What follows belongs to an exercise in optimizing a design on an open flow for small area and a short achievable clock period; a production flow would make more cautious choices.
In this exercise RTL edits were held to simulation tests only and were not proved equivalent to the original.

### config.mk
export PLATFORM = sky130hd
export DESIGN_NAME = chk_unit
export DESIGN_NICKNAME = chk_unit
export VERILOG_FILES = /design/flow/design.v
export SDC_FILE = /design/flow/constraint.sdc
export NUM_CORES = 4
export LEC_CHECK = 0
export CAP_MARGIN = 20
export CORE_MARGIN = 2
export CORE_UTILIZATION = 62
export PLACE_DENSITY = 0.8
export SETUP_SLACK_MARGIN = 2
export SLEW_MARGIN = 20
export DONT_USE_CELLS = sky130_fd_sc_hd__xor3_1 sky130_fd_sc_hd__xor3_2 sky130_fd_sc_hd__xor3_4 sky130_fd_sc_hd__xnor3_1 sky130_fd_sc_hd__xnor3_2 sky130_fd_sc_hd__xnor3_4 sky130_fd_sc_hd__xnor2_2 sky130_fd_sc_hd__xnor2_4 sky130_fd_sc_hd__xor2_2 sky130_fd_sc_hd__xor2_4
export BUFFER_PORTS_ARGS = -buffer_cell sky130_fd_sc_hd__buf_1
### constraint.sdc
create_clock -name core_clock -period 25.0 [get_ports {clk}]
set_input_delay 5.0000 -clock core_clock [delete_from_list [all_inputs] [get_ports {clk}]]
set_output_delay 5.0000 -clock core_clock [all_outputs]
set_load 0.01 [all_outputs]
### design.v
module chk_unit (
    input  wire        clk,
    input  wire        rst,           
    input  wire        wr_cfg,        
    input  wire        wr_init,       
    input  wire        wr_value,      
    input  wire [31:0] wdata,
    input  wire        s_valid,
    input  wire [63:0] s_data,        
    input  wire [2:0]  s_nbm1,        
    input  wire        s_last,        
    input  wire        s_check,       
    output wire [1:0]  code,
    output wire [31:0] value,
    output wire [31:0] result,
    output wire        residue_ok,
    output wire [15:0] fail_cnt,
    output wire [15:0] refused_cnt
);
    function [31:0] width_mask(input [1:0] c);
        case (c)
            2'd0, 2'd1: width_mask = 32'hFFFF_FFFF;
            2'd2:       width_mask = 32'h0000_FFFF;
            default:    width_mask = 32'h0000_00FF;
        endcase
    endfunction
    function [31:0] init_value(input [1:0] c);
        case (c)
            2'd0, 2'd1: init_value = 32'hFFFF_FFFF;
            2'd2:       init_value = 32'h0000_FFFF;
            default:    init_value = 32'h0000_0000;
        endcase
    endfunction
    function [31:0] final_xor(input [1:0] c);
        case (c)
            2'd0, 2'd1: final_xor = 32'hFFFF_FFFF;
            2'd2:       final_xor = 32'h0000_FFFF;
            default:    final_xor = 32'h0000_0000;
        endcase
    endfunction
    function [31:0] residue(input [1:0] c);
        case (c)
            2'd0:    residue = 32'hDEBB_20E3;
            2'd1:    residue = 32'hB798_B438;
            2'd2:    residue = 32'h0000_F0B8;
            default: residue = 32'h0000_0000;
        endcase
    endfunction
    reg [1:0]  code_q;
    reg [31:0] value_q;
    reg [15:0] fail_q;
    reg [15:0] refused_q;
    reg  [3:0] chk_q;         
    wire [63:0] z    = s_data ^ {32'd0, value_q};
    wire [2:0]  sh   = ~s_nbm1;
    reg  [63:0] y;
    integer k, s;
    always @* begin
        y = 64'd0;
        for (k = 0; k < 8; k = k + 1)
            for (s = 0; s <= k; s = s + 1)
                if (sh == s)
                    y[8*k +: 8] = y[8*k +: 8] | z[8*(k-s) +: 8];
    end
    wire [23:0] y_hi = value_q[31:8] >> {s_nbm1[1:0], 3'b000};
    wire [31:0] y_tail = (s_nbm1[2] || s_nbm1 == 3'd3) ? 32'd0 : {8'd0, y_hi};
    wire t64 = y[11] ^ y[55];
    wire t65 = y[12] ^ y[13];
    wire t66 = y[9] ^ y[38];
    wire t67 = y[10] ^ y[39];
    wire t68 = y[3] ^ y[8];
    wire t69 = y[4] ^ y[32];
    wire t70 = y[15] ^ y[37];
    wire t71 = y[5] ^ y[34];
    wire t72 = y[6] ^ y[35];
    wire t73 = y[7] ^ y[36];
    wire t74 = y[47] ^ y[54];
    wire t75 = y[2] ^ y[40];
    wire t76 = y[0] ^ y[57];
    wire t77 = y[14] ^ y[43];
    wire t78 = y[16] ^ y[63];
    wire t79 = y[21] ^ y[41];
    wire t80 = y[31] ^ y[53];
    wire t81 = y[42] ^ y[58];
    wire t82 = y[18] ^ y[33];
    wire t83 = y[1] ^ y[45];
    wire t84 = y[22] ^ y[52];
    wire t85 = y[23] ^ y[30];
    wire t86 = y[24] ^ y[44];
    wire t87 = y[25] ^ y[62];
    wire t88 = y[26] ^ y[46];
    wire t89 = y[28] ^ y[50];
    wire t90 = y[20] ^ y[49];
    wire t91 = y[51] ^ y[59];
    wire t92 = y[56] ^ y[60];
    wire t93 = y[17] ^ y[29];
    wire t94 = y[19] ^ y[48];
    wire t95 = y[27] ^ t69;
    wire t96 = y[61] ^ t65;
    wire t97 = y[12] ^ t64;
    wire t98 = t66 ^ t72;
    wire t99 = t68 ^ t70;
    wire t100 = t71 ^ t75;
    wire t101 = y[14] ^ t67;
    wire t102 = t74 ^ t78;
    wire t103 = y[1] ^ y[37];
    wire t104 = y[4] ^ t73;
    wire t105 = t79 ^ t83;
    wire t106 = y[11] ^ y[50];
    wire t107 = y[16] ^ y[36];
    wire t108 = y[31] ^ y[61];
    wire t109 = y[13] ^ t86;
    wire t110 = y[38] ^ t76;
    wire t111 = y[48] ^ t93;
    wire t112 = y[52] ^ t77;
    wire t113 = t80 ^ t84;
    wire t114 = y[17] ^ y[33];
    wire t115 = y[22] ^ y[39];
    wire t116 = y[23] ^ y[29];
    wire t117 = y[34] ^ y[59];
    wire t118 = y[35] ^ y[49];
    wire t119 = y[7] ^ t85;
    wire t120 = y[21] ^ t81;
    wire t121 = y[45] ^ t87;
    wire t122 = y[56] ^ t82;
    wire t123 = t65 ^ t92;
    wire t124 = y[62] ^ t96;
    wire t125 = y[3] ^ y[18];
    wire t126 = y[10] ^ y[57];
    wire t127 = y[25] ^ y[32];
    wire t128 = y[27] ^ y[58];
    wire t129 = y[41] ^ y[44];
    wire t130 = y[2] ^ t76;
    wire t131 = y[5] ^ t88;
    wire t132 = y[15] ^ t75;
    wire t133 = y[30] ^ t91;
    wire t134 = y[42] ^ t72;
    wire t135 = y[43] ^ t84;
    wire t136 = t64 ^ t68;
    wire t137 = t67 ^ t89;
    wire t138 = t73 ^ t90;
    wire t139 = y[8] ^ t97;
    wire t140 = t66 ^ t95;
    wire t141 = y[19] ^ y[26];
    wire t142 = y[20] ^ y[40];
    wire t143 = y[34] ^ y[54];
    wire t144 = y[0] ^ t74;
    wire t145 = y[28] ^ t70;
    wire t146 = y[32] ^ t107;
    wire t147 = y[51] ^ t81;
    wire t148 = t64 ^ t80;
    wire t149 = t71 ^ t82;
    wire t150 = y[5] ^ y[60];
    wire t151 = y[9] ^ y[53];
    wire t152 = y[17] ^ y[35];
    wire t153 = y[18] ^ y[63];
    wire t154 = y[22] ^ y[46];
    wire t155 = y[24] ^ y[54];
    wire t156 = y[40] ^ y[42];
    wire t157 = y[41] ^ y[49];
    wire t158 = y[6] ^ t78;
    wire t159 = y[15] ^ t94;
    wire t160 = y[38] ^ t77;
    wire t161 = y[46] ^ t79;
    wire t162 = y[47] ^ t78;
    wire t163 = t91 ^ t114;
    wire t164 = t90 ^ t100;
    wire t165 = y[0] ^ y[31];
    wire t166 = y[1] ^ y[3];
    wire t167 = y[6] ^ y[8];
    wire t168 = y[7] ^ y[24];
    wire t169 = y[10] ^ y[30];
    wire t170 = y[11] ^ y[12];
    wire t171 = y[11] ^ y[36];
    wire t172 = y[14] ^ y[55];
    wire t173 = y[19] ^ y[56];
    wire t174 = y[24] ^ y[33];
    wire t175 = y[27] ^ y[29];
    wire t176 = y[28] ^ y[47];
    wire t177 = y[32] ^ y[53];
    wire t178 = y[39] ^ y[55];
    wire t179 = y[60] ^ y[61];
    wire t180 = y[2] ^ t88;
    wire t181 = y[13] ^ t67;
    wire t182 = y[26] ^ t86;
    wire t183 = y[27] ^ t66;
    wire t184 = y[51] ^ t127;
    wire t185 = y[58] ^ t94;
    wire t186 = t68 ^ t103;
    wire t187 = t71 ^ t89;
    wire t188 = t81 ^ t92;
    wire t189 = t85 ^ t93;
    wire t190 = y[52] ^ t101;
    wire t191 = t77 ^ t104;
    wire t192 = t88 ^ t148;
    wire t193 = t91 ^ t102;
    wire t194 = t98 ^ t99;
    wire t195 = t109 ^ t118;
    wire t196 = t121 ^ t128;
    wire t197 = y[1] ^ y[23];
    wire t198 = y[4] ^ y[34];
    wire t199 = y[6] ^ y[57];
    wire t200 = y[8] ^ y[62];
    wire t201 = y[16] ^ y[61];
    wire t202 = y[20] ^ y[41];
    wire t203 = y[25] ^ y[41];
    wire t204 = y[40] ^ y[54];
    wire t205 = y[43] ^ y[59];
    wire t206 = y[48] ^ y[54];
    wire t207 = y[0] ^ t83;
    wire t208 = y[1] ^ t82;
    wire t209 = y[6] ^ t83;
    wire t210 = y[7] ^ t108;
    wire t211 = y[9] ^ t69;
    wire t212 = y[15] ^ t106;
    wire t213 = y[16] ^ t68;
    wire t214 = y[19] ^ t84;
    wire t215 = y[19] ^ t115;
    wire t216 = y[30] ^ t157;
    wire t217 = y[36] ^ t88;
    wire t218 = y[37] ^ t177;
    wire t219 = y[55] ^ t126;
    wire t220 = y[56] ^ t94;
    wire t221 = y[57] ^ t87;
    wire t222 = y[62] ^ t169;
    wire t223 = y[63] ^ t79;
    wire t224 = t81 ^ t89;
    wire t225 = t87 ^ t116;
    wire t226 = t125 ^ t142;
    wire t227 = y[11] ^ t119;
    wire t228 = y[13] ^ t147;
    wire t229 = y[18] ^ t99;
    wire t230 = y[31] ^ t163;
    wire t231 = y[44] ^ t112;
    wire t232 = y[47] ^ t136;
    wire t233 = y[53] ^ t105;
    wire t234 = y[60] ^ t132;
    wire t235 = y[63] ^ t95;
    wire t236 = t67 ^ t104;
    wire t237 = t69 ^ t110;
    wire t238 = t71 ^ t134;
    wire t239 = t74 ^ t133;
    wire t240 = t77 ^ t130;
    wire t241 = t95 ^ t98;
    wire t242 = t101 ^ t116;
    wire t243 = t110 ^ t161;
    wire t244 = t113 ^ t131;
    wire t245 = t117 ^ t135;
    wire t246 = t122 ^ t145;
    wire t247 = t158 ^ t159;
    wire t248 = t74 ^ t139;
    wire t249 = t85 ^ t140;
    wire t250 = y[3] ^ y[46];
    wire t251 = y[7] ^ y[12];
    wire t252 = y[8] ^ y[25];
    wire t253 = y[9] ^ y[46];
    wire t254 = y[10] ^ y[33];
    wire t255 = y[14] ^ y[39];
    wire t256 = y[17] ^ y[58];
    wire t257 = y[18] ^ y[29];
    wire t258 = y[24] ^ y[26];
    wire t259 = y[26] ^ y[40];
    wire t260 = y[28] ^ y[52];
    wire t261 = y[30] ^ y[51];
    wire t262 = y[33] ^ y[49];
    wire t263 = y[34] ^ y[62];
    wire t264 = y[35] ^ y[39];
    wire t265 = y[35] ^ y[42];
    wire t266 = y[38] ^ y[59];
    wire t267 = y[42] ^ y[51];
    wire t268 = y[44] ^ y[47];
    wire t269 = y[44] ^ y[61];
    wire t270 = y[52] ^ y[55];
    wire t271 = y[57] ^ y[59];
    wire t272 = y[0] ^ t80;
    wire t273 = y[4] ^ t92;
    wire t274 = y[5] ^ t70;
    wire t275 = y[14] ^ t90;
    wire t276 = y[16] ^ t81;
    wire t277 = y[20] ^ t129;
    wire t278 = y[20] ^ t165;
    wire t279 = y[21] ^ t156;
    wire t280 = y[22] ^ t151;
    wire t281 = y[23] ^ t67;
    wire t282 = y[23] ^ t93;
    wire t283 = y[29] ^ t66;
    wire t284 = y[30] ^ t143;
    wire t285 = y[31] ^ t66;
    wire t286 = y[32] ^ t80;
    wire t287 = y[33] ^ t141;
    wire t288 = y[36] ^ t90;
    wire t289 = y[37] ^ t76;
    wire t290 = y[38] ^ t64;
    wire t291 = y[41] ^ t167;
    wire t292 = y[43] ^ t94;
    wire t293 = y[44] ^ t171;
    wire t294 = y[45] ^ t73;
    wire t295 = y[45] ^ t179;
    wire t296 = y[48] ^ t198;
    wire t297 = y[50] ^ t85;
    wire t298 = y[50] ^ t152;
    wire t299 = y[50] ^ t172;
    wire t300 = y[59] ^ t94;
    wire t301 = y[60] ^ t78;
    wire t302 = t64 ^ t91;
    wire t303 = t64 ^ t107;
    wire t304 = t65 ^ t72;
    wire t305 = t65 ^ t89;
    wire t306 = t65 ^ t174;
    wire t307 = t65 ^ t200;
    wire t308 = t69 ^ t75;
    wire t309 = t70 ^ t178;
    wire t310 = t72 ^ t103;
    wire t311 = t73 ^ t89;
    wire t312 = t73 ^ t92;
    wire t313 = t76 ^ t83;
    wire t314 = t76 ^ t93;
    wire t315 = t82 ^ t92;
    wire t316 = t85 ^ t178;
    wire t317 = t87 ^ t108;
    wire t318 = t103 ^ t168;
    wire t319 = t103 ^ t202;
    wire t320 = t106 ^ t154;
    wire t321 = t117 ^ t125;
    wire t322 = y[0] ^ t98;
    wire t323 = y[4] ^ t120;
    wire t324 = y[5] ^ t212;
    wire t325 = y[10] ^ t121;
    wire t326 = y[16] ^ t113;
    wire t327 = y[18] ^ t138;
    wire t328 = y[21] ^ t186;
    wire t329 = y[26] ^ t111;
    wire t330 = y[27] ^ t180;
    wire t331 = y[35] ^ t102;
    wire t332 = y[38] ^ t132;
    wire t333 = y[42] ^ t113;
    wire t334 = y[48] ^ t100;
    wire t335 = y[49] ^ t131;
    wire t336 = y[51] ^ t149;
    wire t337 = y[53] ^ t188;
    wire t338 = y[55] ^ t96;
    wire t339 = y[58] ^ t105;
    wire t340 = y[63] ^ t123;
    wire t341 = t79 ^ t96;
    wire t342 = t79 ^ t97;
    wire t343 = t80 ^ t183;
    wire t344 = t83 ^ t119;
    wire t345 = t86 ^ t208;
    wire t346 = t89 ^ t162;
    wire t347 = t96 ^ t151;
    wire t348 = t97 ^ t203;
    wire t349 = t100 ^ t137;
    wire t350 = t102 ^ t111;
    wire t351 = t102 ^ t184;
    wire t352 = t104 ^ t105;
    wire t353 = t105 ^ t138;
    wire t354 = t108 ^ t121;
    wire t355 = t110 ^ t257;
    wire t356 = t111 ^ t153;
    wire t357 = t112 ^ t122;
    wire t358 = t112 ^ t123;
    wire t359 = t120 ^ t266;
    wire t360 = t123 ^ t146;
    wire t361 = t129 ^ t159;
    wire t362 = t133 ^ t155;
    wire t363 = t135 ^ t149;
    wire t364 = t144 ^ t160;
    wire t365 = t175 ^ t293;
    wire t366 = t185 ^ t225;
    wire t367 = t222 ^ t270;
    wire t368 = y[17] ^ t237;
    wire t369 = t70 ^ t164;
    wire t370 = t80 ^ t195;
    wire t371 = t87 ^ t192;
    wire t372 = t88 ^ t124;
    wire t373 = t90 ^ t124;
    wire t374 = t120 ^ t193;
    wire t375 = t124 ^ t130;
    wire t376 = t128 ^ t243;
    wire t377 = t139 ^ t182;
    wire t378 = t139 ^ t231;
    wire t379 = t140 ^ t152;
    wire t380 = t146 ^ t196;
    wire t381 = t166 ^ t190;
    wire t382 = t191 ^ t228;
    wire t383 = t194 ^ t308;
    wire t384 = t230 ^ t318;
    wire t385 = t236 ^ t279;
    wire t386 = t240 ^ t323;
    wire t387 = t297 ^ t352;
    wire t388 = t86 ^ t249;
    wire t389 = t173 ^ t248;
    wire t390 = t114 ^ t142;
    wire t391 = t185 ^ t284;
    wire t392 = t303 ^ t390;
    wire t393 = t241 ^ t391;
    wire t394 = t392 ^ t381;
    wire t395 = t393 ^ t394;
    wire t396 = y[59] ^ t152;
    wire t397 = t272 ^ t396;
    wire t398 = t164 ^ t236;
    wire t399 = t246 ^ t342;
    wire t400 = t397 ^ t398;
    wire t401 = t399 ^ t400;
    wire t402 = y[19] ^ y[22];
    wire t403 = t79 ^ t106;
    wire t404 = t204 ^ t402;
    wire t405 = t186 ^ t403;
    wire t406 = t404 ^ t238;
    wire t407 = t355 ^ t360;
    wire t408 = t405 ^ t406;
    wire t409 = t407 ^ t408;
    wire t410 = t85 ^ t114;
    wire t411 = t98 ^ t130;
    wire t412 = t147 ^ t215;
    wire t413 = t319 ^ t410;
    wire t414 = t191 ^ t338;
    wire t415 = t411 ^ t412;
    wire t416 = t413 ^ t414;
    wire t417 = t415 ^ t416;
    wire t418 = y[56] ^ y[62];
    wire t419 = t67 ^ t73;
    wire t420 = t197 ^ t418;
    wire t421 = t100 ^ t109;
    wire t422 = t112 ^ t278;
    wire t423 = t419 ^ t420;
    wire t424 = t229 ^ t359;
    wire t425 = t421 ^ t422;
    wire t426 = t423 ^ t424;
    wire t427 = t425 ^ t426;
    wire t428 = y[11] ^ y[25];
    wire t429 = t77 ^ t86;
    wire t430 = t271 ^ t428;
    wire t431 = t215 ^ t301;
    wire t432 = t429 ^ t430;
    wire t433 = t233 ^ t431;
    wire t434 = t432 ^ t383;
    wire t435 = t433 ^ t434;
    wire t436 = y[14] ^ t84;
    wire t437 = t127 ^ t179;
    wire t438 = t97 ^ t436;
    wire t439 = t437 ^ t238;
    wire t440 = t330 ^ t344;
    wire t441 = t361 ^ t438;
    wire t442 = t439 ^ t440;
    wire t443 = t441 ^ t442;
    wire t444 = y[15] ^ y[23];
    wire t445 = y[43] ^ y[45];
    wire t446 = y[56] ^ t174;
    wire t447 = t176 ^ t444;
    wire t448 = t445 ^ t134;
    wire t449 = t138 ^ t213;
    wire t450 = t272 ^ t446;
    wire t451 = t447 ^ t124;
    wire t452 = t330 ^ t448;
    wire t453 = t449 ^ t450;
    wire t454 = t451 ^ t452;
    wire t455 = t453 ^ t454;
    wire t456 = y[34] ^ t77;
    wire t457 = t253 ^ t95;
    wire t458 = t109 ^ t221;
    wire t459 = t311 ^ t456;
    wire t460 = t328 ^ t350;
    wire t461 = t457 ^ t458;
    wire t462 = t459 ^ t460;
    wire t463 = t461 ^ t462;
    wire t464 = y[28] ^ y[39];
    wire t465 = t84 ^ t141;
    wire t466 = t464 ^ t209;
    wire t467 = t465 ^ t164;
    wire t468 = t229 ^ t351;
    wire t469 = t365 ^ t466;
    wire t470 = t467 ^ t468;
    wire t471 = t469 ^ t470;
    wire t472 = t143 ^ t170;
    wire t473 = t180 ^ t218;
    wire t474 = t311 ^ t472;
    wire t475 = t242 ^ t339;
    wire t476 = t473 ^ t474;
    wire t477 = t475 ^ t476;
    wire t478 = t75 ^ t154;
    wire t479 = t175 ^ t265;
    wire t480 = t99 ^ t290;
    wire t481 = t306 ^ t478;
    wire t482 = t479 ^ t239;
    wire t483 = t480 ^ t481;
    wire t484 = t482 ^ t483;
    wire t485 = y[3] ^ t107;
    wire t486 = t176 ^ t203;
    wire t487 = t285 ^ t296;
    wire t488 = t316 ^ t485;
    wire t489 = t486 ^ t358;
    wire t490 = t487 ^ t488;
    wire t491 = t489 ^ t490;
    wire t492 = y[56] ^ y[57];
    wire t493 = y[61] ^ t69;
    wire t494 = t156 ^ t492;
    wire t495 = t101 ^ t274;
    wire t496 = t493 ^ t494;
    wire t497 = t329 ^ t495;
    wire t498 = t496 ^ t370;
    wire t499 = t497 ^ t498;
    wire t500 = t82 ^ t199;
    wire t501 = t204 ^ t160;
    wire t502 = t216 ^ t500;
    wire t503 = t324 ^ t501;
    wire t504 = t502 ^ t380;
    wire t505 = t503 ^ t504;
    wire t506 = y[19] ^ y[34];
    wire t507 = t88 ^ t129;
    wire t508 = t251 ^ t506;
    wire t509 = t158 ^ t224;
    wire t510 = t309 ^ t507;
    wire t511 = t508 ^ t230;
    wire t512 = t509 ^ t510;
    wire t513 = t511 ^ t512;
    wire t514 = y[9] ^ y[29];
    wire t515 = t82 ^ t94;
    wire t516 = t514 ^ t136;
    wire t517 = t181 ^ t188;
    wire t518 = t209 ^ t515;
    wire t519 = t191 ^ t239;
    wire t520 = t516 ^ t517;
    wire t521 = t518 ^ t519;
    wire t522 = t520 ^ t521;
    wire t523 = t76 ^ t169;
    wire t524 = t253 ^ t210;
    wire t525 = t273 ^ t300;
    wire t526 = t523 ^ t524;
    wire t527 = t525 ^ t369;
    wire t528 = t378 ^ t526;
    wire t529 = t527 ^ t528;
    wire t530 = t92 ^ t126;
    wire t531 = t268 ^ t98;
    wire t532 = t213 ^ t286;
    wire t533 = t530 ^ t324;
    wire t534 = t339 ^ t531;
    wire t535 = t532 ^ t373;
    wire t536 = t533 ^ t534;
    wire t537 = t535 ^ t536;
    wire t538 = t206 ^ t101;
    wire t539 = t120 ^ t158;
    wire t540 = t163 ^ t211;
    wire t541 = t294 ^ t320;
    wire t542 = t538 ^ t539;
    wire t543 = t540 ^ t541;
    wire t544 = t375 ^ t542;
    wire t545 = t543 ^ t544;
    wire t546 = y[46] ^ t70;
    wire t547 = t85 ^ t115;
    wire t548 = t150 ^ t292;
    wire t549 = t307 ^ t546;
    wire t550 = t547 ^ t193;
    wire t551 = t241 ^ t327;
    wire t552 = t548 ^ t549;
    wire t553 = t550 ^ t551;
    wire t554 = t552 ^ t553;
    wire t555 = y[58] ^ y[60];
    wire t556 = t108 ^ t555;
    wire t557 = t144 ^ t187;
    wire t558 = t556 ^ t195;
    wire t559 = t227 ^ t235;
    wire t560 = t328 ^ t557;
    wire t561 = t558 ^ t559;
    wire t562 = t560 ^ t561;
    wire t563 = y[20] ^ t93;
    wire t564 = t108 ^ t170;
    wire t565 = t213 ^ t214;
    wire t566 = t563 ^ t564;
    wire t567 = t196 ^ t349;
    wire t568 = t362 ^ t565;
    wire t569 = t566 ^ t567;
    wire t570 = t568 ^ t569;
    wire t571 = y[0] ^ y[60];
    wire t572 = t91 ^ t260;
    wire t573 = t571 ^ t189;
    wire t574 = t211 ^ t223;
    wire t575 = t226 ^ t304;
    wire t576 = t572 ^ t573;
    wire t577 = t574 ^ t575;
    wire t578 = t371 ^ t576;
    wire t579 = t577 ^ t578;
    wire t580 = t71 ^ t115;
    wire t581 = t168 ^ t98;
    wire t582 = t148 ^ t162;
    wire t583 = t188 ^ t226;
    wire t584 = t580 ^ t329;
    wire t585 = t341 ^ t581;
    wire t586 = t582 ^ t583;
    wire t587 = t584 ^ t585;
    wire t588 = t586 ^ t587;
    wire t589 = y[7] ^ t66;
    wire t590 = t90 ^ t197;
    wire t591 = t122 ^ t136;
    wire t592 = t221 ^ t276;
    wire t593 = t589 ^ t590;
    wire t594 = t245 ^ t341;
    wire t595 = t591 ^ t592;
    wire t596 = t593 ^ t594;
    wire t597 = t595 ^ t596;
    wire t598 = t86 ^ t117;
    wire t599 = t141 ^ t200;
    wire t600 = t280 ^ t281;
    wire t601 = t298 ^ t598;
    wire t602 = t599 ^ t340;
    wire t603 = t600 ^ t601;
    wire t604 = t386 ^ t602;
    wire t605 = t603 ^ t604;
    wire t606 = y[25] ^ t91;
    wire t607 = t109 ^ t295;
    wire t608 = t316 ^ t606;
    wire t609 = t247 ^ t363;
    wire t610 = t607 ^ t608;
    wire t611 = t368 ^ t609;
    wire t612 = t610 ^ t611;
    wire t613 = y[61] ^ t125;
    wire t614 = t206 ^ t148;
    wire t615 = t312 ^ t613;
    wire t616 = t325 ^ t335;
    wire t617 = t614 ^ t615;
    wire t618 = t616 ^ t617;
    wire t619 = t388 ^ t618;
    wire t620 = y[37] ^ t174;
    wire t621 = t199 ^ t137;
    wire t622 = t620 ^ t235;
    wire t623 = t335 ^ t354;
    wire t624 = t621 ^ t622;
    wire t625 = t623 ^ t389;
    wire t626 = t624 ^ t625;
    wire t627 = t87 ^ t173;
    wire t628 = t261 ^ t104;
    wire t629 = t131 ^ t305;
    wire t630 = t314 ^ t627;
    wire t631 = t331 ^ t628;
    wire t632 = t629 ^ t630;
    wire t633 = t381 ^ t631;
    wire t634 = t632 ^ t633;
    wire t635 = t141 ^ t99;
    wire t636 = t130 ^ t181;
    wire t637 = t283 ^ t286;
    wire t638 = t331 ^ t336;
    wire t639 = t635 ^ t636;
    wire t640 = t637 ^ t638;
    wire t641 = t639 ^ t640;
    wire t642 = y[2] ^ y[37];
    wire t643 = t92 ^ t93;
    wire t644 = t176 ^ t642;
    wire t645 = t181 ^ t300;
    wire t646 = t303 ^ t643;
    wire t647 = t644 ^ t363;
    wire t648 = t645 ^ t646;
    wire t649 = t376 ^ t647;
    wire t650 = t648 ^ t649;
    wire t651 = y[40] ^ t94;
    wire t652 = t115 ^ t170;
    wire t653 = t176 ^ t269;
    wire t654 = t110 ^ t189;
    wire t655 = t275 ^ t310;
    wire t656 = t321 ^ t651;
    wire t657 = t652 ^ t653;
    wire t658 = t337 ^ t654;
    wire t659 = t655 ^ t656;
    wire t660 = t657 ^ t658;
    wire t661 = t659 ^ t660;
    wire t662 = y[31] ^ t155;
    wire t663 = t205 ^ t264;
    wire t664 = t185 ^ t662;
    wire t665 = t663 ^ t234;
    wire t666 = t355 ^ t664;
    wire t667 = t373 ^ t387;
    wire t668 = t665 ^ t666;
    wire t669 = t667 ^ t668;
    wire t670 = y[32] ^ t75;
    wire t671 = t78 ^ t81;
    wire t672 = t150 ^ t109;
    wire t673 = t133 ^ t161;
    wire t674 = t186 ^ t215;
    wire t675 = t288 ^ t299;
    wire t676 = t317 ^ t670;
    wire t677 = t671 ^ t672;
    wire t678 = t673 ^ t674;
    wire t679 = t675 ^ t676;
    wire t680 = t677 ^ t678;
    wire t681 = t679 ^ t680;
    wire t682 = y[9] ^ y[57];
    wire t683 = t64 ^ t682;
    wire t684 = t95 ^ t187;
    wire t685 = t217 ^ t226;
    wire t686 = t683 ^ t228;
    wire t687 = t242 ^ t247;
    wire t688 = t354 ^ t684;
    wire t689 = t685 ^ t686;
    wire t690 = t687 ^ t688;
    wire t691 = t689 ^ t690;
    wire t692 = y[48] ^ t115;
    wire t693 = t153 ^ t172;
    wire t694 = t258 ^ t261;
    wire t695 = t263 ^ t138;
    wire t696 = t304 ^ t692;
    wire t697 = t693 ^ t694;
    wire t698 = t234 ^ t237;
    wire t699 = t695 ^ t696;
    wire t700 = t697 ^ t698;
    wire t701 = t699 ^ t700;
    wire t702 = y[25] ^ t89;
    wire t703 = t117 ^ t118;
    wire t704 = t126 ^ t154;
    wire t705 = t197 ^ t160;
    wire t706 = t210 ^ t702;
    wire t707 = t703 ^ t704;
    wire t708 = t232 ^ t234;
    wire t709 = t356 ^ t705;
    wire t710 = t706 ^ t707;
    wire t711 = t708 ^ t709;
    wire t712 = t710 ^ t711;
    wire t713 = y[21] ^ t118;
    wire t714 = t99 ^ t135;
    wire t715 = t163 ^ t187;
    wire t716 = t219 ^ t713;
    wire t717 = t714 ^ t715;
    wire t718 = t716 ^ t372;
    wire t719 = t717 ^ t388;
    wire t720 = t718 ^ t719;
    wire t721 = t171 ^ t109;
    wire t722 = t113 ^ t273;
    wire t723 = t196 ^ t242;
    wire t724 = t322 ^ t336;
    wire t725 = t346 ^ t721;
    wire t726 = t722 ^ t723;
    wire t727 = t724 ^ t725;
    wire t728 = t726 ^ t727;
    wire t729 = y[22] ^ t72;
    wire t730 = t128 ^ t258;
    wire t731 = t119 ^ t132;
    wire t732 = t160 ^ t315;
    wire t733 = t729 ^ t730;
    wire t734 = t233 ^ t338;
    wire t735 = t351 ^ t731;
    wire t736 = t732 ^ t733;
    wire t737 = t734 ^ t735;
    wire t738 = t736 ^ t737;
    wire t739 = y[10] ^ y[11];
    wire t740 = t150 ^ t739;
    wire t741 = t120 ^ t182;
    wire t742 = t210 ^ t225;
    wire t743 = t740 ^ t229;
    wire t744 = t364 ^ t741;
    wire t745 = t742 ^ t743;
    wire t746 = t744 ^ t745;
    wire t747 = y[30] ^ y[61];
    wire t748 = t87 ^ t115;
    wire t749 = t205 ^ t747;
    wire t750 = t207 ^ t748;
    wire t751 = t749 ^ t140;
    wire t752 = t247 ^ t750;
    wire t753 = t377 ^ t751;
    wire t754 = t752 ^ t753;
    wire t755 = t153 ^ t259;
    wire t756 = t268 ^ t97;
    wire t757 = t285 ^ t289;
    wire t758 = t755 ^ t245;
    wire t759 = t353 ^ t366;
    wire t760 = t756 ^ t757;
    wire t761 = t758 ^ t759;
    wire t762 = t760 ^ t761;
    wire t763 = y[43] ^ y[52];
    wire t764 = t177 ^ t265;
    wire t765 = t763 ^ t149;
    wire t766 = t189 ^ t288;
    wire t767 = t313 ^ t764;
    wire t768 = t346 ^ t765;
    wire t769 = t766 ^ t767;
    wire t770 = t377 ^ t768;
    wire t771 = t769 ^ t770;
    wire t772 = t86 ^ t150;
    wire t773 = t98 ^ t137;
    wire t774 = t313 ^ t772;
    wire t775 = t239 ^ t326;
    wire t776 = t348 ^ t773;
    wire t777 = t774 ^ t775;
    wire t778 = t776 ^ t777;
    wire t779 = y[52] ^ y[54];
    wire t780 = t75 ^ t127;
    wire t781 = t779 ^ t96;
    wire t782 = t111 ^ t147;
    wire t783 = t209 ^ t281;
    wire t784 = t312 ^ t780;
    wire t785 = t192 ^ t781;
    wire t786 = t782 ^ t783;
    wire t787 = t784 ^ t785;
    wire t788 = t786 ^ t787;
    wire t789 = y[27] ^ t74;
    wire t790 = t75 ^ t168;
    wire t791 = t271 ^ t136;
    wire t792 = t216 ^ t218;
    wire t793 = t789 ^ t790;
    wire t794 = t357 ^ t791;
    wire t795 = t792 ^ t793;
    wire t796 = t372 ^ t794;
    wire t797 = t795 ^ t796;
    wire t798 = y[33] ^ t68;
    wire t799 = t74 ^ t172;
    wire t800 = t198 ^ t221;
    wire t801 = t224 ^ t798;
    wire t802 = t799 ^ t340;
    wire t803 = t343 ^ t361;
    wire t804 = t800 ^ t801;
    wire t805 = t802 ^ t803;
    wire t806 = t804 ^ t805;
    wire t807 = t70 ^ t82;
    wire t808 = t171 ^ t267;
    wire t809 = t144 ^ t180;
    wire t810 = t214 ^ t223;
    wire t811 = t275 ^ t295;
    wire t812 = t807 ^ t808;
    wire t813 = t809 ^ t810;
    wire t814 = t811 ^ t812;
    wire t815 = t379 ^ t813;
    wire t816 = t814 ^ t815;
    wire t817 = y[59] ^ t166;
    wire t818 = t202 ^ t212;
    wire t819 = t282 ^ t817;
    wire t820 = t337 ^ t818;
    wire t821 = t819 ^ t375;
    wire t822 = t820 ^ t821;
    wire t823 = y[1] ^ t125;
    wire t824 = t301 ^ t823;
    wire t825 = t124 ^ t362;
    wire t826 = t824 ^ t386;
    wire t827 = t825 ^ t826;
    wire t828 = t166 ^ t101;
    wire t829 = t162 ^ t296;
    wire t830 = t317 ^ t243;
    wire t831 = t246 ^ t365;
    wire t832 = t828 ^ t829;
    wire t833 = t830 ^ t831;
    wire t834 = t832 ^ t833;
    wire t835 = y[15] ^ t82;
    wire t836 = t118 ^ t156;
    wire t837 = t205 ^ t105;
    wire t838 = t123 ^ t217;
    wire t839 = t835 ^ t836;
    wire t840 = t235 ^ t367;
    wire t841 = t837 ^ t838;
    wire t842 = t839 ^ t840;
    wire t843 = t841 ^ t842;
    wire t844 = y[50] ^ y[55];
    wire t845 = t80 ^ t269;
    wire t846 = t844 ^ t845;
    wire t847 = t190 ^ t356;
    wire t848 = t359 ^ t846;
    wire t849 = t847 ^ t848;
    wire t850 = y[13] ^ y[45];
    wire t851 = y[51] ^ y[53];
    wire t852 = t74 ^ t262;
    wire t853 = t850 ^ t851;
    wire t854 = t100 ^ t111;
    wire t855 = t145 ^ t146;
    wire t856 = t852 ^ t853;
    wire t857 = t367 ^ t854;
    wire t858 = t855 ^ t856;
    wire t859 = t376 ^ t857;
    wire t860 = t858 ^ t859;
    wire t861 = t117 ^ t250;
    wire t862 = t255 ^ t113;
    wire t863 = t122 ^ t216;
    wire t864 = t224 ^ t290;
    wire t865 = t310 ^ t861;
    wire t866 = t350 ^ t862;
    wire t867 = t863 ^ t864;
    wire t868 = t865 ^ t866;
    wire t869 = t867 ^ t868;
    wire t870 = t118 ^ t204;
    wire t871 = t254 ^ t95;
    wire t872 = t147 ^ t161;
    wire t873 = t274 ^ t305;
    wire t874 = t870 ^ t227;
    wire t875 = t326 ^ t871;
    wire t876 = t872 ^ t873;
    wire t877 = t874 ^ t875;
    wire t878 = t876 ^ t877;
    wire t879 = t146 ^ t187;
    wire t880 = t282 ^ t291;
    wire t881 = t302 ^ t306;
    wire t882 = t333 ^ t364;
    wire t883 = t879 ^ t880;
    wire t884 = t881 ^ t882;
    wire t885 = t883 ^ t884;
    wire t886 = t143 ^ t151;
    wire t887 = t111 ^ t119;
    wire t888 = t134 ^ t184;
    wire t889 = t309 ^ t886;
    wire t890 = t345 ^ t358;
    wire t891 = t887 ^ t888;
    wire t892 = t889 ^ t890;
    wire t893 = t891 ^ t892;
    wire t894 = t141 ^ t201;
    wire t895 = t252 ^ t219;
    wire t896 = t284 ^ t294;
    wire t897 = t894 ^ t332;
    wire t898 = t357 ^ t895;
    wire t899 = t896 ^ t370;
    wire t900 = t897 ^ t898;
    wire t901 = t899 ^ t900;
    wire t902 = y[9] ^ t76;
    wire t903 = t143 ^ t173;
    wire t904 = t255 ^ t99;
    wire t905 = t277 ^ t298;
    wire t906 = t902 ^ t903;
    wire t907 = t192 ^ t904;
    wire t908 = t905 ^ t906;
    wire t909 = t380 ^ t907;
    wire t910 = t908 ^ t909;
    wire t911 = y[12] ^ t83;
    wire t912 = t142 ^ t217;
    wire t913 = t219 ^ t911;
    wire t914 = t246 ^ t912;
    wire t915 = t913 ^ t374;
    wire t916 = t379 ^ t914;
    wire t917 = t915 ^ t916;
    wire t918 = y[44] ^ t70;
    wire t919 = t167 ^ t207;
    wire t920 = t283 ^ t918;
    wire t921 = t333 ^ t360;
    wire t922 = t919 ^ t920;
    wire t923 = t921 ^ t922;
    wire t924 = y[46] ^ y[54];
    wire t925 = t66 ^ t114;
    wire t926 = t201 ^ t924;
    wire t927 = t181 ^ t218;
    wire t928 = t925 ^ t926;
    wire t929 = t240 ^ t344;
    wire t930 = t927 ^ t928;
    wire t931 = t929 ^ t930;
    wire t932 = y[31] ^ y[46];
    wire t933 = t256 ^ t263;
    wire t934 = t932 ^ t101;
    wire t935 = t136 ^ t144;
    wire t936 = t933 ^ t332;
    wire t937 = t345 ^ t934;
    wire t938 = t935 ^ t936;
    wire t939 = t937 ^ t938;
    wire t940 = t264 ^ t132;
    wire t941 = t162 ^ t207;
    wire t942 = t211 ^ t220;
    wire t943 = t321 ^ t348;
    wire t944 = t940 ^ t941;
    wire t945 = t942 ^ t943;
    wire t946 = t944 ^ t945;
    wire t947 = y[45] ^ t90;
    wire t948 = t94 ^ t129;
    wire t949 = t254 ^ t314;
    wire t950 = t947 ^ t948;
    wire t951 = t244 ^ t949;
    wire t952 = t950 ^ t383;
    wire t953 = t951 ^ t952;
    wire t954 = y[6] ^ t67;
    wire t955 = t106 ^ t250;
    wire t956 = t138 ^ t144;
    wire t957 = t149 ^ t276;
    wire t958 = t954 ^ t955;
    wire t959 = t233 ^ t956;
    wire t960 = t957 ^ t958;
    wire t961 = t249 ^ t959;
    wire t962 = t960 ^ t961;
    wire t963 = y[4] ^ y[21];
    wire t964 = t154 ^ t963;
    wire t965 = t134 ^ t292;
    wire t966 = t964 ^ t349;
    wire t967 = t965 ^ t248;
    wire t968 = t384 ^ t966;
    wire t969 = t967 ^ t968;
    wire t970 = t116 ^ t129;
    wire t971 = t123 ^ t135;
    wire t972 = t184 ^ t970;
    wire t973 = t232 ^ t322;
    wire t974 = t327 ^ t334;
    wire t975 = t971 ^ t972;
    wire t976 = t973 ^ t974;
    wire t977 = t975 ^ t976;
    wire t978 = t68 ^ t262;
    wire t979 = t134 ^ t182;
    wire t980 = t220 ^ t289;
    wire t981 = t978 ^ t190;
    wire t982 = t347 ^ t979;
    wire t983 = t980 ^ t387;
    wire t984 = t981 ^ t982;
    wire t985 = t983 ^ t984;
    wire t986 = y[8] ^ t83;
    wire t987 = t87 ^ t126;
    wire t988 = t155 ^ t320;
    wire t989 = t986 ^ t987;
    wire t990 = t343 ^ t988;
    wire t991 = t989 ^ t369;
    wire t992 = t382 ^ t990;
    wire t993 = t991 ^ t992;
    wire t994 = y[2] ^ y[23];
    wire t995 = y[58] ^ t127;
    wire t996 = t994 ^ t131;
    wire t997 = t137 ^ t995;
    wire t998 = t193 ^ t194;
    wire t999 = t231 ^ t342;
    wire t1000 = t996 ^ t997;
    wire t1001 = t998 ^ t999;
    wire t1002 = t1000 ^ t1001;
    wire t1003 = y[48] ^ t67;
    wire t1004 = t259 ^ t95;
    wire t1005 = t1003 ^ t232;
    wire t1006 = t1004 ^ t384;
    wire t1007 = t1005 ^ t1006;
    wire t1008 = t157 ^ t170;
    wire t1009 = t252 ^ t260;
    wire t1010 = t315 ^ t1008;
    wire t1011 = t1009 ^ t140;
    wire t1012 = t334 ^ t1010;
    wire t1013 = t1011 ^ t1012;
    wire t1014 = y[3] ^ y[29];
    wire t1015 = y[57] ^ t157;
    wire t1016 = t1014 ^ t137;
    wire t1017 = t287 ^ t1015;
    wire t1018 = t238 ^ t347;
    wire t1019 = t1016 ^ t1017;
    wire t1020 = t1018 ^ t1019;
    wire t1021 = t72 ^ t106;
    wire t1022 = t142 ^ t143;
    wire t1023 = t175 ^ t222;
    wire t1024 = t1021 ^ t1022;
    wire t1025 = t1023 ^ t1024;
    wire t1026 = t382 ^ t1025;
    wire t1027 = y[5] ^ y[35];
    wire t1028 = t73 ^ t165;
    wire t1029 = t1027 ^ t133;
    wire t1030 = t145 ^ t223;
    wire t1031 = t1028 ^ t1029;
    wire t1032 = t1030 ^ t378;
    wire t1033 = t1031 ^ t1032;
    wire t1034 = y[26] ^ y[45];
    wire t1035 = t165 ^ t1034;
    wire t1036 = t102 ^ t112;
    wire t1037 = t183 ^ t220;
    wire t1038 = t307 ^ t1035;
    wire t1039 = t1036 ^ t1037;
    wire t1040 = t1038 ^ t385;
    wire t1041 = t1039 ^ t1040;
    wire t1042 = y[62] ^ t86;
    wire t1043 = t156 ^ t145;
    wire t1044 = t1042 ^ t244;
    wire t1045 = t353 ^ t1043;
    wire t1046 = t368 ^ t1044;
    wire t1047 = t1045 ^ t389;
    wire t1048 = t1046 ^ t1047;
    wire t1049 = y[2] ^ t69;
    wire t1050 = t73 ^ t126;
    wire t1051 = t167 ^ t122;
    wire t1052 = t299 ^ t319;
    wire t1053 = t1049 ^ t1050;
    wire t1054 = t244 ^ t366;
    wire t1055 = t1051 ^ t1052;
    wire t1056 = t1053 ^ t1054;
    wire t1057 = t1055 ^ t1056;
    wire t1058 = y[53] ^ t199;
    wire t1059 = t99 ^ t183;
    wire t1060 = t287 ^ t1058;
    wire t1061 = t164 ^ t227;
    wire t1062 = t1059 ^ t1060;
    wire t1063 = t374 ^ t1061;
    wire t1064 = t1062 ^ t1063;
    wire t1065 = y[55] ^ y[60];
    wire t1066 = t68 ^ t79;
    wire t1067 = t206 ^ t251;
    wire t1068 = t256 ^ t1065;
    wire t1069 = t137 ^ t278;
    wire t1070 = t1066 ^ t1067;
    wire t1071 = t1068 ^ t241;
    wire t1072 = t245 ^ t1069;
    wire t1073 = t1070 ^ t1071;
    wire t1074 = t1072 ^ t1073;
    wire t1075 = y[28] ^ t116;
    wire t1076 = t150 ^ t201;
    wire t1077 = t208 ^ t280;
    wire t1078 = t302 ^ t1075;
    wire t1079 = t1076 ^ t195;
    wire t1080 = t1077 ^ t1078;
    wire t1081 = t385 ^ t1079;
    wire t1082 = t1080 ^ t1081;
    wire t1083 = y[12] ^ y[36];
    wire t1084 = y[37] ^ t77;
    wire t1085 = t106 ^ t155;
    wire t1086 = t179 ^ t1083;
    wire t1087 = t100 ^ t189;
    wire t1088 = t214 ^ t291;
    wire t1089 = t1084 ^ t1085;
    wire t1090 = t1086 ^ t325;
    wire t1091 = t1087 ^ t1088;
    wire t1092 = t1089 ^ t1090;
    wire t1093 = t1091 ^ t1092;
    wire t1094 = t153 ^ t267;
    wire t1095 = t96 ^ t119;
    wire t1096 = t277 ^ t1094;
    wire t1097 = t194 ^ t1095;
    wire t1098 = t1096 ^ t371;
    wire t1099 = t1097 ^ t1098;
    wire [31:0] w0 = {t641, t634, t626, t619, t612, t605, t597, t588, t579, t570, t562, t554, t545, t537, t529, t522, t513, t505, t499, t491, t484, t477, t471, t463, t455, t443, t435, t427, t417, t409, t401, t395};
    wire [31:0] w1 = {t917, t910, t901, t893, t885, t878, t869, t860, t849, t843, t834, t827, t822, t816, t806, t797, t788, t778, t771, t762, t754, t746, t738, t728, t720, t712, t701, t691, t681, t669, t661, t650};
    wire [15:0] w2 = {t1033, t1026, t1020, t1013, t1007, t1002, t993, t985, t977, t969, t962, t953, t946, t939, t931, t923};
    wire [7:0] w3 = {t1099, t1093, t1082, t1074, t1064, t1057, t1048, t1041};
    reg [1:0]  ctl_code;
    reg [31:0] ctl_value;
    always @* begin
        ctl_code  = code_q;
        ctl_value = value_q;
        if (wr_cfg) begin
            ctl_code  = wdata[1:0];
            ctl_value = value_q & width_mask(wdata[1:0]);
        end
        if (wr_init)
            ctl_value = init_value(ctl_code);
        if (wr_value)
            ctl_value = wdata & width_mask(ctl_code);
    end
    wire [1:0]  n_writes = {1'b0, wr_cfg} + {1'b0, wr_init} + {1'b0, wr_value};
    wire [16:0] ref_sum  = {1'b0, refused_q} + {15'd0, n_writes};
    wire        eq0 = (value_q == 32'hDEBB_20E3);
    wire        eq1 = (value_q == 32'hB798_B438);
    wire        eq2 = (value_q[15:0] == 16'hF0B8);
    wire        eq3 = (value_q[7:0] == 8'h00);
    reg         rok;
    always @* begin
        case (code_q)
            2'd0:    rok = eq0;
            2'd1:    rok = eq1;
            2'd2:    rok = eq2;
            default: rok = eq3;
        endcase
    end
    wire        fail = |(chk_q & ~{eq3, eq2, eq1, eq0});
    wire [15:0] fail_now = (fail && fail_q != 16'hFFFF) ? fail_q + 16'd1 : fail_q;
    wire        take  = s_valid & ~rst;
    wire [3:0]  sel   = {4{take}} & (4'b0001 << code_q);
    wire [31:0] pick  = ({32{sel[0]}} & w0) | ({32{sel[1]}} & w1) |
                        {16'd0, {16{sel[2]}} & w2} | {24'd0, {8{sel[3]}} & w3};
    wire [31:0] early = rst ? 32'd0 : s_valid ? y_tail : ctl_value;
    wire [31:0] value_d = pick ^ early;
    always @(posedge clk)
        value_q <= value_d;
    always @(posedge clk) begin
        if (rst) begin
            code_q    <= 2'd1;
            fail_q    <= 16'd0;
            refused_q <= 16'd0;
            chk_q     <= 4'd0;
        end else begin
            fail_q <= fail_now;
            chk_q  <= {4{s_valid & s_last & s_check}} & (4'b0001 << code_q);
            if (s_valid) begin
                refused_q <= ref_sum[16] ? 16'hFFFF : ref_sum[15:0];
            end else begin
                code_q  <= ctl_code;
            end
        end
    end
    assign code        = code_q;
    assign value       = value_q;
    assign result      = {~(value_q[31:16] | {16{code_q[1]}}),
                          ~(value_q[15:8] | {8{code_q == 2'd3}}),
                          value_q[7:0] ^ {8{code_q != 2'd3}}};
    assign residue_ok  = rok;
    assign fail_cnt    = fail_now;
    assign refused_cnt = refused_q;
endmodule
### flow/run.sh
#!/bin/bash
# Standard layout (the standard.sh) with these changes:
#  - no three-input XOR cells (two XOR2 are smaller than one XOR3 here), and
#    XOR2 cells only in their smallest size (synthesis upsizes them for a
#    delay target far below the clock period);
#  - ports buffered with the smallest buffer instead of a delay buffer;
#  - the timing repair aims for more setup slack than the design's margin.
set -euo pipefail
cat >> config.mk <<'EOC'
export DONT_USE_CELLS = sky130_fd_sc_hd__xor3_1 sky130_fd_sc_hd__xor3_2 sky130_fd_sc_hd__xor3_4 sky130_fd_sc_hd__xnor3_1 sky130_fd_sc_hd__xnor3_2 sky130_fd_sc_hd__xnor3_4 sky130_fd_sc_hd__xnor2_2 sky130_fd_sc_hd__xnor2_4 sky130_fd_sc_hd__xor2_2 sky130_fd_sc_hd__xor2_4
export BUFFER_PORTS_ARGS = -buffer_cell sky130_fd_sc_hd__buf_1
EOC
bash standard.sh SETUP_SLACK_MARGIN=${MARGIN:-15} finish > standard.log 2>&1
### standard.sh
#!/bin/bash
# synth_recipe.tcl (not shown) runs the flow's synth.tcl, then flattens the netlist and writes it again
# the make line also repeats each setting of config.mk as NAME=value (left out here)
make -C /OpenROAD-flow-scripts/flow DESIGN_CONFIG=/design/flow/config.mk WORK_HOME=/design/flow/orfs CLKGATE_MAP_FILE= SYNTH_SCRIPT=/design/flow/synth_recipe.tcl "${@:-finish}"
==> results of run 1 <==
## cell families (layout without fill, tap and decap cells)
family | Yosys count | in the layout
simple gates | 307 | 308
xor+xnor | 1122 | 1122
fa+ha+maj | 5 | 5
compound gates | 316 | 316
buf+inv | 117 | 349
other cells | 0 | 1
flops | 70 | 70
mux | 57 | 57
## through the flow
step                      hold slack [ps]  instances  area (um2)  utilization [%]
after floorplan                       539       1994       16000                -
after global placement                512       2525       17500             69.4
after detailed placement              553       2526       17500             69.4
after CTS                             563       2542       17800             70.6
after global routing                  590       2557       18000             71.1
final                                 570       2558       18000             71.1
## layout make-up
type	instances	share of cell area, %
inverter	13	0.272
multi-input combinational	1808	78.8
clock inverter	3	0.237
sequential	70	7.80
clock buffer	13	1.45
timing repair buffer	320	9.12
antenna	1	0.0139
tap	330	2.30
## critical path, cell delays in order
cell	delay [ps]
clkbuf_2	770
nand3b_1	560
buf_4	400
o22ai_2	860
xnor2_1	160
buf_4	220
xnor2_1	910
xnor2_1	190
xnor2_1	180
xnor2_1	240
o22ai_1	150
a21oi_1	570
xor2_1	130
## layer usage
layer	up-vias	wire (um)	share of wire, %
met4	0	8570	11
li1	7070	-	-
met3	600	15100	19
met2	1888	30100	37
met1	7843	26700	33
met5	-	0	0
## registers in the layout (all words and copies together), names as in the netlist
signal and count:
chk_q 4, refused_q 16, fail_q 16, code_q 2
value_q 32
## final timing paths
path,from,to,depth (start not counted)
min reg2reg,refused_q[12],refused_q[12],2
min,refused_q[12],refused_q[12],2
max,s_nbm1[2],value_q[15],13
max reg2reg,value_q[10],value_q[13],11
## repair_timing
action	4_1_cts	5_1_grt
gates cloned	0	1
buffers inserted	0	9
endpoints found under the setup margin	1	23
pin swaps	0	5
resized for setup	1	4
hold buffers	0	0
## cells in the final DEF, fill, tap and decap left out, types with 11 or more instances in the layout
cell      count
inv_1        12
o21ai_0      31
a21oi_1      83
o22ai_1     119
nor3_1       11
xor2_1      208
nand3_1      20
nor3_2       12
a211oi_1     12
a211oi_2     12
buf_1       201
buf_4       113
nand2_1      54
nor2b_1      22
dfxtp_1      70
mux2i_1      46
xnor2_1     914
nor2_1      119
==> flow_metrics.py, run 1 <==
metrics = {
    "yosys": {
        "synth_xor_area_share_pct": 61.5,
        "yosys.area_share.simple_pct": 9.62,
        "synth_top_family_by_area": "XOR/XNOR gates",
        "synth_top_area_share_pct": 50.1,
        "synth_area_per_cell_um2": 8.02,
        "synth-edff-count": 0,
        "synth_largest_area_cell": "xnor2_1",
        "yosysMostFrequentCell": "xnor2_1",
        "async_flop_share_pct": 0,
        "ys.flop_type": "dfxtp_1",
        "synth-adder-area-share_pct": 0.485,
        "synth_compound_area_share_pct": 12.8,
        "yosysSeqAreaShare_pct": 8.77,
        "synth-seq-cells": 70,
        "synth.area.mux_share_pct": 3.66,
        "yosys-top-cells-area": "xnor2_1 (50%), xor2_1 (11%), dfxtp_1 (8.8%)",
        "syn_inst": 1994,
        "synth_nets": 2106,
        "yosysUniqueCellTypes": 60,
        "syn-cell-area_mm2": 0.0160,
        "yosysWarnings": 1,
        "synth_top_cells_by_count": "xnor2_1 (914), xor2_1 (208), o22ai_1 (121)",
    },
    "global_route": {
        "met1_usage_pct": 66.4,
        "grt_usage_pct": 58.0,
        "antenna_found_initial": 2,
        "grt_pass1_vias": 15700,
        "grt_max_degree": 73,
        "overflow": 0,
        "grt_pass1_wl_mm": 111,
        "grt_use_met2_pct": 80.5,
        "grt.met3_usage_pct": 30.8,
        "grt-busiest-layer": "met2",
    },
    "floorplan": {
        "io_pins": 206,
        "num_rows": 58,
        "fp.dieArea_mm2": 0.0271,
        "start_util_pct": 63.3,
        "die_y_um": 165,
        "core_area_mm2": 0.0253,
        "dieWidth_um": 165,
    },
    "final_layout": {
        "nFillCells": 2045,
        "multi_input_area_mm2": 0.0142,
        "nNetsFinal": 2334,
        "area_delta_synth_final_pct": 12.4,
        "drive_gt1_share_pct": 8.31,
        "regArea_mm2": 0.00140,
    },
    "placed_design": {
        "hpwlAfterDp_mm": 62.0,
        "placement.io_buffers": 205,
        "gp_congestion": 1.29,
        "pre_cts_slack_ps": 14640,
    },
    "sta": {
        "clock.fmax_mhz": 98.2,
        "setup_ws_ps": 14820,
        "worst_pin_slew_ps": 1240,
        "finalHoldViolCount": 0,
        "fin_tns_setup_ps": 0,
        "fin_crit_ps": 10180,
        "slew_viol_final": 0,
        "rsz0062_at_grt": "true",
        "setup_viol": 0,
        "fin_crit_sh_pct": 40.7,
        "max-slew-margin-rel_pct": 16.8,
        "fin_skew_ps": 4.62,
    },
    "clocking": {
        "htreeDepth": 3,
        "clock-root-buffer": "clkbuf_16",
        "numCtsBuffers": 9,
        "cts_tree": "done",
        "insertion_delay_ps": 330,
        "clockBufferDepth": 2,
        "clk_pin_slew_ps": 60,
        "cts_num_sinks": 70,
    },
    "drt": {
        "initialDrtViolationCount": 3642,
        "wl_per_cell_um": 31.4,
        "num_vias": 17400,
        "routed_via_density": 6.80,
        "first_pass_iters": 10,
        "wl_mm": 80.4,
        "antenna_left": 0,
        "drc": 0,
    },
    "status": {
        "status": "finished clean",
    },
    "critical_path": {
        "cp_data_required_time_ps": 25200,
        "critPathKind": "input pin to register",
        "r2r_slack_ps": 19450,
        "cp.arrival_ps": 10380,
        "crit_path_end_kind": "register",
        "cp_max_fo": 35,
        "start_kind": "input pin",
    },
    "min_path": {
        "hold_class": "register to register",
    },
    "run": {
        "drv_cap": 0,
    },
}
==> inputs of run 2 (changes only) <==
--- a/config.mk
+++ b/config.mk
@@ -8,7 +8,6 @@
 export CAP_MARGIN = 20
 export CORE_MARGIN = 2
 export CORE_UTILIZATION = 62
-export PLACE_DENSITY = 0.8
 export SETUP_SLACK_MARGIN = 2
 export SLEW_MARGIN = 20
 export DONT_USE_CELLS = sky130_fd_sc_hd__xor3_1 sky130_fd_sc_hd__xor3_2 sky130_fd_sc_hd__xor3_4 sky130_fd_sc_hd__xnor3_1 sky130_fd_sc_hd__xnor3_2 sky130_fd_sc_hd__xnor3_4 sky130_fd_sc_hd__xnor2_2 sky130_fd_sc_hd__xnor2_4 sky130_fd_sc_hd__xor2_2 sky130_fd_sc_hd__xor2_4
==> flow_metrics.py, run 2 <==
metrics = {
    "floorplan": {
        "start_util_pct": 63.3,
        "fp.dieArea_mm2": 0.0271,
        "num_rows": 58,
        "dieWidth_um": 165,
        "io_pins": 206,
        "die_y_um": 165,
        "core_area_mm2": 0.0253,
    },
    "clocking": {
        "htreeDepth": 3,
        "numCtsBuffers": 9,
        "cts_tree": "done",
        "insertion_delay_ps": 340,
        "clock-root-buffer": "clkbuf_16",
        "clk_pin_slew_ps": 60,
        "cts_num_sinks": 70,
        "clockBufferDepth": 2,
    },
    "yosys": {
        "synth-seq-cells": 70,
        "yosys-top-cells-area": "xnor2_1 (50%), xor2_1 (11%), dfxtp_1 (8.8%)",
        "synth_nets": 2106,
        "yosysSeqAreaShare_pct": 8.77,
        "syn-cell-area_mm2": 0.0160,
        "yosysWarnings": 1,
        "yosysUniqueCellTypes": 60,
        "synth_top_area_share_pct": 50.1,
        "synth-edff-count": 0,
        "syn_inst": 1994,
        "synth_area_per_cell_um2": 8.02,
        "synth_largest_area_cell": "xnor2_1",
        "yosysMostFrequentCell": "xnor2_1",
        "async_flop_share_pct": 0,
        "ys.flop_type": "dfxtp_1",
        "synth_top_cells_by_count": "xnor2_1 (914), xor2_1 (208), o22ai_1 (121)",
    },
    "sta": {
        "rsz0062_at_grt": "false",
        "max-slew-margin-rel_pct": 15.3,
        "fin_crit_sh_pct": 40.4,
        "hold_ws_ps": 542,
        "fin_crit_ps": 10090,
        "fin_skew_ps": 7.71,
        "clock.fmax_mhz": 99.1,
        "finalHoldViolCount": 0,
        "worst_pin_slew_ps": 1270,
        "setup_viol": 0,
        "fin_tns_setup_ps": 0,
        "slew_viol_final": 0,
    },
    "critical_path": {
        "crit_path_frequent_cell": "xnor2_1",
        "critPathCapture": "value_q[10]",
        "start_kind": "input pin",
        "critPathKind": "input pin to register",
        "worst_path_largest_cell_delay_ps": 700,
        "cp_slowest_cell": "clkbuf_2",
        "cp.arrival_ps": 10290,
        "r2r_slack_ps": 19350,
        "r2r_cells": 13,
        "cp_max_fo": 35,
        "path_depth": 13,
        "r2r-start": "value_q[7]",
        "crit_chain": "clkbuf_2, nand3b_1, o22ai_1, a211oi_2, buf_4, xnor2_1, xor2_1, xnor2_1, xnor2_1, xnor2_1, xnor2_1, o221ai_1, xnor2_1",
        "path_buf_inv": 2,
        "crit_path_end_kind": "register",
        "rr_endpoint": "value_q[8]",
        "cp_data_required_time_ps": 25200,
        "critPathTopFamily": "XOR/XNOR gates",
        "startpoint": "s_nbm1[2]",
    },
    "run": {
        "drv_cap": 0,
    },
    "drt": {
        "dr_wl_met2_mm": 29.9,
        "wl_met1_mm": 26.7,
        "first_pass_iters": 9,
        "wl_mm": 78.4,
        "highest_layer": "met5",
        "routed_via_density": 6.71,
        "antenna_left": 0,
        "num_vias": 17200,
        "met3_length_mm": 13.7,
        "drc": 0,
        "wl_per_cell_um": 30.6,
        "initialDrtViolationCount": 3228,
    },
    "final_layout": {
        "largest_registers": "value_q (32), fail_q (16), refused_q (16)",
        "nFillCells": 2154,
        "top_register": "value_q",
        "final_common_cell": "xnor2_1",
        "nNetsFinal": 2341,
        "antenna_cells": 0,
        "largest_register_ffs": 32,
        "drive_gt1_share_pct": 8.82,
        "area_delta_synth_final_pct": 12.7,
        "final_cell_mix": "xnor2_1 (914), xor2_1 (208), buf_1 (201), buf_4 (119), nor2_1 (118)",
    },
    "global_route": {
        "grt_max_degree": 73,
        "antenna_found_initial": 0,
        "overflow": 0,
        "grt_pass1_vias": 15600,
        "grt_usage_pct": 56.3,
        "grt_pass1_wl_mm": 108,
    },
    "placed_design": {
        "gp_congestion": 1.28,
        "hpwlAfterDp_mm": 61.0,
        "placement.io_buffers": 205,
    },
    "min_path": {
        "min_path_cells": 1,
        "hold_class": "register to register",
    },
    "status": {
        "status": "finished clean",
    },
}
## run 2: cell families (layout without fill, tap and decap cells)
| kind of cell | Yosys count | in the layout | share of synthesized area (%) |
|---|---|---|---|
| flops | 70 | 70 | 8.77 |
| xor+xnor | 1122 | 1122 | 61.5 |
| simple gates | 307 | 308 | 9.62 |
| mux | 57 | 57 | 3.66 |
| compound gates | 316 | 316 | 12.8 |
| buf+inv | 117 | 356 | 3.17 |
| fa+ha+maj | 5 | 5 | 0.485 |
## run 2: how the worst min path moves through the flow
| stage | endpoint | start |
|---|---|---|
| after global placement | refused_q[10] | refused_q[10] |
| after CTS | refused_q[10] | refused_q[10] |
| final | refused_q[10] | refused_q[10] |
| after detailed placement | refused_q[10] | refused_q[10] |
| after floorplan | refused_q[10] | refused_q[10] |
| after global routing | refused_q[10] | refused_q[10] |
## run 2: cell type report
class | count | area [um2] | share of cell area (%)
Clock inverter | 6 | 71.3 | 0.396
Sequential cell | 70 | 1400 | 7.78
Multi-Input combinational cell | 1808 | 14200 | 78.6
Tap cell | 330 | 413 | 2.29
Inverter | 13 | 48.8 | 0.271
Timing Repair Buffer | 327 | 1690 | 9.35
Clock buffer | 10 | 239 | 1.33
## run 2: metal layers
metal  track usage, %  up-vias
li1                 -     7091
met1             65.2     7762
met2             79.4     1762
met3             27.2      592
met4             41.7        2
met5             2.65        -
## run 2: repair_timing
| action | 4_1_cts | 5_1_grt |
|---|---|---|
| setup buffers | 0 | 16 |
| hold buffers | 0 | 0 |
| gates resized for setup | 0 | 5 |
| endpoints found under the setup margin | 0 | 24 |
## run 2: per-stage QoR
stage          cells  worst slack [ps]  util, %  area, um2
6_report        2564             14910     71.4      18000
5_1_grt         2564             14990     71.4      18000
4_1_cts         2545             15070     70.7      17900
3_5_place_dp    2529             14710     69.5      17500
3_3_place_gp    2524             14710     69.3      17500
2_1_floorplan   1994             16410        -      16000

==> static timing again, ports no longer ideal <==
The flow's constraints put no driver on any port. The routed layouts listed below were extracted and timed again, unchanged, in two steps.
Step 1: set_driving_cell puts a clkbuf_16 on clk and a buf_2 on each other input, an assumption about the parent block.
Step 2 moves the port delays by t, midway between the first and last clock arrival at a register: inputs arrive t later, outputs are due t later. That takes back most of the time a late clock gives input paths.
Slacks: no drivers / after step 1 / after step 2; pairs: no drivers / after step 1.
| run | shift t [ns] | setup WS [ns] | worst setup path at the end | worst data-port slew with drivers (ns) |
|---|---|---|---|---|
| run 1 | 0.374 | 14.817 / 14.836 / 14.461 | input to register | 0.05 |
| run 2 | 0.382 | 14.910 / 14.934 / 14.552 | input to register | 0.04 |
After both steps every run listed still meets setup and hold. For run 2, which loses most, drivers alone change the setup slack by +0.024 ns; drivers and shift together by -0.358 ns.
